Context: an optimization exercise on an open-source flow, tuned for small area, a short achievable clock period and few clock cycles. The choices shown serve that exercise and are no tape-out recipe.
Only simulation tests tie the RTL to the original design; equivalence was not proved.

$ cat design/flow/config.mk
export PLATFORM = sky130hd
export DESIGN_NAME = line_setup
export DESIGN_NICKNAME = line_setup
export VERILOG_FILES = /design/flow/design.v
export SDC_FILE = /design/flow/constraint.sdc
export NUM_CORES = 4
export LEC_CHECK = 0
export CAP_MARGIN = 20
export CORE_MARGIN = 2
export CORE_UTILIZATION = 40
export SLEW_MARGIN = 20
$ cat design/flow/constraint.sdc
create_clock -name core_clock -period 38.0 [get_ports {clk}]
set_input_delay 7.6000 -clock core_clock [delete_from_list [all_inputs] [get_ports {clk}]]
set_output_delay 7.6000 -clock core_clock [all_outputs]
set_load 0.01 [all_outputs]
$ cat design/flow/design.v
module line_setup (
    input  wire         clk,
    input  wire         rst,           
    input  wire         start,         
    output wire         ready,
    input  wire         first,         
    input  wire [2:0]   ob_avg,
    input  wire [383:0] obs,           
    input  wire [11:0]  lamp,
    input  wire [15:0]  lref,          
    input  wire [15:0]  ldark,         
    input  wire         m_en,
    input  wire [15:0]  q,             
    input  wire [7:0]   frac,          
    input  wire [15:0]  ob_lim,        
    output reg          done,
    output reg  [63:0]  ob_out,        
    output reg  [15:0]  m_out,
    output reg          lamp_fault,
    output reg          ob_high
);
    localparam IDLE = 2'd0, DIV = 2'd1, FIN = 2'd2;
    reg  [1:0]   state;
    reg  [4:0]   cnt;
    reg  [383:0] r_obs;
    reg  [11:0]  r_lamp;
    reg  [15:0]  r_lref, r_ldark, r_q, r_lim;
    reg  [7:0]   r_frac;
    reg  [2:0]   r_avg;
    reg          r_first, r_men;
    reg          have_s;                  
    reg  [19:0]  s_st [0:3];              
    assign ready = (state == IDLE);
    wire signed [17:0] ln  = $signed({2'd0, r_lamp, 4'd0}) - $signed({2'd0, r_ldark});
    wire signed [17:0] lnr = $signed({2'd0, r_lref}) - $signed({2'd0, r_ldark});
    reg  [29:0] dq;       
    reg  [17:0] drem;     
    wire [18:0] dtry = {drem, dq[29]} - {1'b0, ln[17:0]};
    always @(posedge clk) begin
        if (rst) begin
            state  <= IDLE;
            done   <= 1'b0;
            have_s <= 1'b0;
        end else begin
            done <= 1'b0;
            case (state)
                IDLE: if (start) begin
                    r_obs   <= obs;
                    r_lamp  <= lamp;
                    r_lref  <= lref;
                    r_ldark <= ldark;
                    r_q     <= q;
                    r_lim   <= ob_lim;
                    r_frac  <= frac;
                    r_avg   <= ob_avg;
                    r_first <= first;
                    r_men   <= m_en;
                    state   <= DIV;
                    cnt     <= 5'd0;
                end
                DIV: begin
                    if (cnt == 5'd0) begin
                        dq   <= {lnr[15:0], 14'd0};
                        drem <= 18'd0;
                    end else begin
                        if (!dtry[18]) begin
                            drem <= dtry[17:0];
                            dq   <= {dq[28:0], 1'b1};
                        end else begin
                            drem <= {drem[16:0], dq[29]};
                            dq   <= {dq[28:0], 1'b0};
                        end
                    end
                    if (cnt == 5'd30) state <= FIN;
                    cnt <= cnt + 5'd1;
                end
                FIN: begin
                    state <= IDLE;
                    done  <= 1'b1;
                    have_s <= 1'b1;
                end
                default: state <= IDLE;
            endcase
        end
    end
    wire [18:0] rem2  = {drem, 1'b0};
    wire        m_up  = (rem2 > {1'b0, ln}) || ((rem2 == {1'b0, ln}) && dq[0]);
    wire [30:0] m_q   = {1'b0, dq} + {30'd0, m_up};
    wire [15:0] m_div = (lnr <= 0)           ? 16'h0001 :
                        (m_q > 31'h0000FFFF) ? 16'hFFFF :
                        (m_q == 31'd0)       ? 16'h0001 : m_q[15:0];
    wire [15:0] m_val = !r_men   ? 16'h4000 :
                        (ln <= 0) ? 16'hFFFF : m_div;
    wire signed [34:0] lq   = lnr * $signed({1'b0, r_q});
    wire signed [34:0] lq_f = lq >>> 14;
    wire [13:0]        lq_r = lq[13:0];
    wire               lq_u = (lq_r > 14'h2000) || ((lq_r == 14'h2000) && lq_f[0]);
    wire signed [34:0] e_v  = $signed({19'd0, r_ldark}) + lq_f + lq_u;
    wire signed [43:0] fe   = e_v * $signed({1'b0, r_frac});
    wire signed [43:0] fe_f = fe >>> 8;
    wire [7:0]         fe_r = fe[7:0];
    wire               fe_u = (fe_r > 8'h80) || ((fe_r == 8'h80) && fe_f[0]);
    wire signed [43:0] thr  = fe_f + fe_u;
    wire               fault = (r_lref != 16'd0) && (r_q != 16'd0) &&
                               ($signed({28'd0, r_lamp, 4'd0}) < thr);
    reg  [19:0] s_new [0:3];
    reg  [15:0] obr   [0:3];
    integer r, k;
    reg  [11:0] smp, mn, mx;
    reg  [14:0] sum8, sum6;
    reg  [22:0] num;
    reg  [21:0] m3;
    reg  [1:0]  rm3;
    reg  [19:0] mrow;
    reg  signed [20:0] diff, dsh;
    reg  [7:0]  dfrac, dhalf;
    reg         dup;
    reg  [19:0] sv;
    always @(*) begin
        for (r = 0; r < 4; r = r + 1) begin
            mn   = 12'hFFF;
            mx   = 12'h000;
            sum8 = 15'd0;
            for (k = 0; k < 8; k = k + 1) begin
                smp  = r_obs[(8*r+k)*12 +: 12];
                sum8 = sum8 + {3'd0, smp};
                if (smp < mn) mn = smp;
                if (smp > mx) mx = smp;
            end
            sum6 = sum8 - {3'd0, mn} - {3'd0, mx};
            num  = {1'b0, sum6, 7'd0};
            m3   = num / 3;
            rm3  = num % 3;
            mrow = m3[19:0] + {19'd0, (rm3 == 2'd2)};
            diff  = $signed({1'b0, mrow}) - $signed({1'b0, s_st[r]});
            dsh   = diff >>> r_avg;
            dfrac = diff[7:0] & ((8'd1 << r_avg) - 8'd1);
            dhalf = (8'd1 << r_avg) >> 1;
            dup   = (r_avg != 3'd0) && ((dfrac > dhalf) || ((dfrac == dhalf) && dsh[0]));
            if (r_first || !have_s) sv = mrow;
            else                    sv = s_st[r] + dsh[19:0] + {19'd0, dup};
            s_new[r] = sv;
            obr[r] = sv[19:4] + {15'd0, (sv[3:0] > 4'd8) || ((sv[3:0] == 4'd8) && sv[4])};
        end
    end
    integer j;
    always @(posedge clk) begin
        if (state == FIN) begin
            for (j = 0; j < 4; j = j + 1) begin
                s_st[j]            <= s_new[j];
                ob_out[16*j +: 16] <= obr[j];
            end
            m_out      <= m_val;
            lamp_fault <= fault;
            ob_high    <= (obr[0] > r_lim) || (obr[1] > r_lim) ||
                          (obr[2] > r_lim) || (obr[3] > r_lim);
        end
    end
endmodule
$ cat design/flow/run.sh
#!/bin/bash
# synth_recipe.tcl (not shown) runs the flow's synth.tcl, then flattens the netlist and writes it again
# the make line also repeats each setting of config.mk as NAME=value (left out here)
make -C /OpenROAD-flow-scripts/flow DESIGN_CONFIG=/design/flow/config.mk WORK_HOME=/design/flow/orfs CLKGATE_MAP_FILE= SYNTH_SCRIPT=/design/flow/synth_recipe.tcl finish
==> results.txt <==
STATUS
----------------------------------------------------------------------------
Run status ....................................................  no timing/DRC/antenna violations

CLOCK NETWORK
----------------------------------------------------------------------------
Clock tree from TritonCTS .....................................        built
Clock sink count ..............................................          692
Buffer levels on the longest clock path .......................            4
Number of hold-repair buffers added at the cts stage ..........            0
H-tree depth ..................................................            3
Number of buffers inserted during clock tree synthesis ........           93
Clock network latency to the later pin of the worst-skew pair .      0.85 ns
Root buffer cell ..............................................    clkbuf_16
Clock Pin Slew Worst Setup and Hold Paths .....................      0.06 ns

CRITICAL PATH
----------------------------------------------------------------------------
Highest fanout seen on the critical path ......................           16
Cell repeated most along the worst path .......................         ha_1
Crit path capture type ........................................     register
Peak per-stage delay on the critical path .....................      0.62 ns
Launch instance of the worst register-to-register path ........     r_obs[5]
Crit start category ...........................................     register
Terminus of the critical flop-to-flop path ....................      ob_high
Critical path class ...........................................      reg2reg
Critical-path cell with the highest stage delay ...............     edfxtp_1
Worst-case reg-to-reg path depth ..............................          171
Data required time of the critical path .......................     38.59 ns
Arrival time at the worst endpoint ............................     36.33 ns
Startpoint of the worst setup timing path .....................     r_obs[5]
Flop-to-flop setup slack ......................................      2.26 ns

WORST HOLD PATH
----------------------------------------------------------------------------
End point of the worst hold path ..............................       have_s
Hold wc startpoint ............................................       have_s
Number of cells on the worst hold path ........................            2
Classification of the worst-slack hold path ...................      reg2reg

PLACEMENT
----------------------------------------------------------------------------
Half-perimeter wire length after detailed placement ...........    278000 um
Routability congestion estimate ...............................        0.976
Placed cell count .............................................        15657
Placed inst area ..............................................  115000 um^2
IO Port Bufs ..................................................          559

SYNTH
----------------------------------------------------------------------------
Count leader, synth ...........................................        inv_1
Number of enable flip-flop cells after synthesis ..............          688
Synthesized area ..............................................  104000 um^2
Flops & latches, synth ........................................          692
Count of unique library cells instantiated by Yosys ...........          129
Prevailing post-synth register cell ...........................     edfxtp_1
Share of synthesized area occupied by flip-flops and latches ..        19.9%
Synthesized area divided by synthesized cell count ............    8.91 um^2
Warnings from Yosys ...........................................            4
Syn Inst Count ................................................        11715
Post-Synthesis Net Count ......................................        14316
Cell taking the most area after synthesis .....................     edfxtp_1
Largest cells by area after synthesis ......................... edfxtp_1 20%, fa_1 17%, ha_1 15%, inv_1 6.7%, mux2i_1 3.8%
Async set-reset flop share out of synthesis ...................           0%
Area share of the largest cell type after synthesis ...........        19.8%
Most used standard cells in the synthesized netlist ........... 1866 x inv_1, 1243 x ha_1, 882 x fa_1

ROUTING
----------------------------------------------------------------------------
Number of nets with antenna violations after detailed routing .            0
Total routed wirelength .......................................    341000 um
Routed via count ..............................................        88435
Iter 0 DRT Violations .........................................         6549
Residual DRC count ............................................            0
Average wire per standard cell ................................      21.4 um
Ratio of routed vias to standard cells ........................         5.56
Count of TritonRoute iterations in the first routing pass .....            7

FLOORPLANNING
----------------------------------------------------------------------------
Initial Utilization ...........................................        40.2%
Width of the die ..............................................       515 um
Number of rows created at floorplan ...........................          187
Vert. Die Dim .................................................       515 um
Core Area .....................................................  259000 um^2
Die ar. .......................................................  265000 um^2
Number of top-level pins ......................................          560

STA
----------------------------------------------------------------------------
Final worst path period need ..................................     35.74 ns
Maximum clock rate ............................................     28.0 MHz
Final Slew Violations .........................................            0
Worst Skew ....................................................    0.0675 ns
Relative slew margins .........................................        18.4%
Count of endpoints failing hold in the final timing report ....            0
Finish-stage setup viols ......................................            0
Share of the cycle needed by the critical path after routing ..        94.1%
Slew at the pin closest to its max-slew limit .................      1.21 ns

GLOBAL ROUTE
----------------------------------------------------------------------------
Number of global-route vias before repair .....................        89952
Initial antenna violation count ...............................            7
Global-route usage over all layers ............................        25.2%
Largest net degree at the start of global routing .............           92
Remaining Overflow, GRT .......................................            0
Global-route wire length before repair ........................    523000 um

LAYOUT
----------------------------------------------------------------------------
Layout-stage area growth over the synthesis result ............        15.4%
Total Nets Final ..............................................        15033
Final cell count without fillers ..............................        15902
Fin area ......................................................  120000 um^2
Share of layout cells above drive strength 1 ..................        8.90%
Final core utilization ........................................        46.4%

RUN
----------------------------------------------------------------------------
Reported max-cap violation count ..............................            0

-- cells by family after synthesis --
kind of cell | Yosys count | share of synthesized area (%)
XOR/XNOR | 419 | 3.54
adder cells (fa/ha/maj) | 2137 | 31.9
AND/OR/NAND/NOR | 3184 | 15.1
multiplexers | 630 | 6.34
flip-flops | 692 | 19.9
buffers and inverters | 2200 | 7.99
AO/OA/AOI/OAI | 2453 | 15.2
-- metrics by stage --
stage / worst slack, ns / hold slack, ns / TNS [ns]
final: 2.26 / 0.544 / 0
after global routing: -0.211 / 0.610 / -0.211
after CTS: 0.148 / 0.545 / 0
after detailed placement: -0.888 / 0.535 / -0.888
after global placement: -0.967 / 0.517 / -0.967
after floorplan: 2.46 / 0.456 / 0
-- cell type report --
type / count / area [um^2]
Inverter: 1879 / 7060
Multi-Input combinational cell: 8824 / 76700
Fill cell: 24710 / 139000
Timing Repair Buffer: 942 / 8520
Clock inverter: 60 / 762
Antenna cell: 1 / 2.50
Sequential cell: 692 / 20700
Tap cell: 3402 / 4260
Clock buffer: 102 / 2380
-- how the worst max path moves through the flow --
stage,end,depth (start not counted)
after global placement,ob_high,168
after detailed placement,ob_high,168
after CTS,ob_high,174
final,ob_high,171
after floorplan,ob_high,189
after global routing,ob_high,190
-- worst max-delay path, delay by kind of cell (launching register included) --
kind / cells / cell delay, ns
AOI/OAI and AO/OA: 73 / 14.94
adders and majority gates: 23 / 7.69
DFF: 1 / 0.62
xor gates and xnor gates: 6 / 1.01
buffers and inverters: 21 / 2.59
muxes: 7 / 2.11
and+or+nand+nor: 41 / 6.45
-- registers in the layout (all words and copies together) (netlist names) --
name / count
drem: 18
r_q: 16
state: 2
dq: 30
have_s: 1
r_first: 1
r_lref: 16
m_out: 16
r_frac: 8
cnt: 5
r_lim: 16
r_obs: 384
r_lamp: 12
ob_out: 64
r_men: 1
lamp_fault: 1
r_avg: 3
r_ldark: 16
ob_high: 1
s_st: 80
done: 1
-- cell usage in the layout, fill, tap and decap left out, types with 22 or more instances in the layout --
cell type	n
clkbuf_16	94
o21bai_1	87
mux2i_1	379
a21o_1	239
nor3_1	184
o21ai_0	465
o31ai_1	38
nand2b_1	177
clkdlybuf4s50_1	559
a31oi_1	69
nor2b_1	223
mux2_2	231
xor2_1	128
nor4_1	43
a21oi_2	41
a21boi_0	39
a211o_1	25
fa_1	882
xnor2_1	269
edfxtp_1	688
nand3_1	211
nand4_1	159
and2_1	267
ha_1	1235
a211oi_1	64
o21a_1	117
and3_1	72
buf_4	374
o211ai_1	56
nand2_1	818
or2_2	32
inv_1	1860
or3_1	75
o22ai_1	23
nor2_1	745
and4_1	24
o21ai_1	48
a21oi_1	729
a21boi_1	22
o221ai_1	23
-- per-layer routing --
metal  wire, um  track usage (%)  up-vias  part of all wire (%)
li1           -                -    41864                     -
met1     150000             33.8    43280                    44
met2     160000             42.4     2796                    47
met3      19900             3.14      495                   5.8
met4      11100             7.72        0                   3.2
met5          0                0        -                     0
-- repair_timing --
item | in CTS | in global routing
buffers inserted | 0 | 79
pin swaps | 0 | 49
gates resized for setup | 8 | 309
endpoints found under the setup margin | 1 | 82
gates cloned | 0 | 3
Testbench counts, summed over its fixed seeds: cycles 528,000.

afterwards: timing with drivers on the ports:
Ports are ideal in the flow. The routed layout listed here was re-timed in OpenROAD. Step 1, drivers: a clkbuf_16 drives clk and a buf_2 each remaining input, both assumed. Step 2 adds t to the input delays and takes it off the output delays; t is the mean of the earliest and latest rising clock arrival at the registers after step 1. Input paths then give back, and output paths get back, about the clock's delay inside the block. Three values: no drivers, after step 1, after step 2; two values: the first two.
t (ns): 0.918
slack for setup (ns): 2.256 / 2.256 / 2.256
clock arrival spread, ns: 0.072 / 0.071
slew at the worst register clock pin (ns): 0.09 / 0.09
worst data-port slew with drivers (ns): 0.09
After both steps this run still meets setup and hold. For this run, drivers alone change the setup slack by 0.000 ns; drivers and shift together by 0.000 ns.
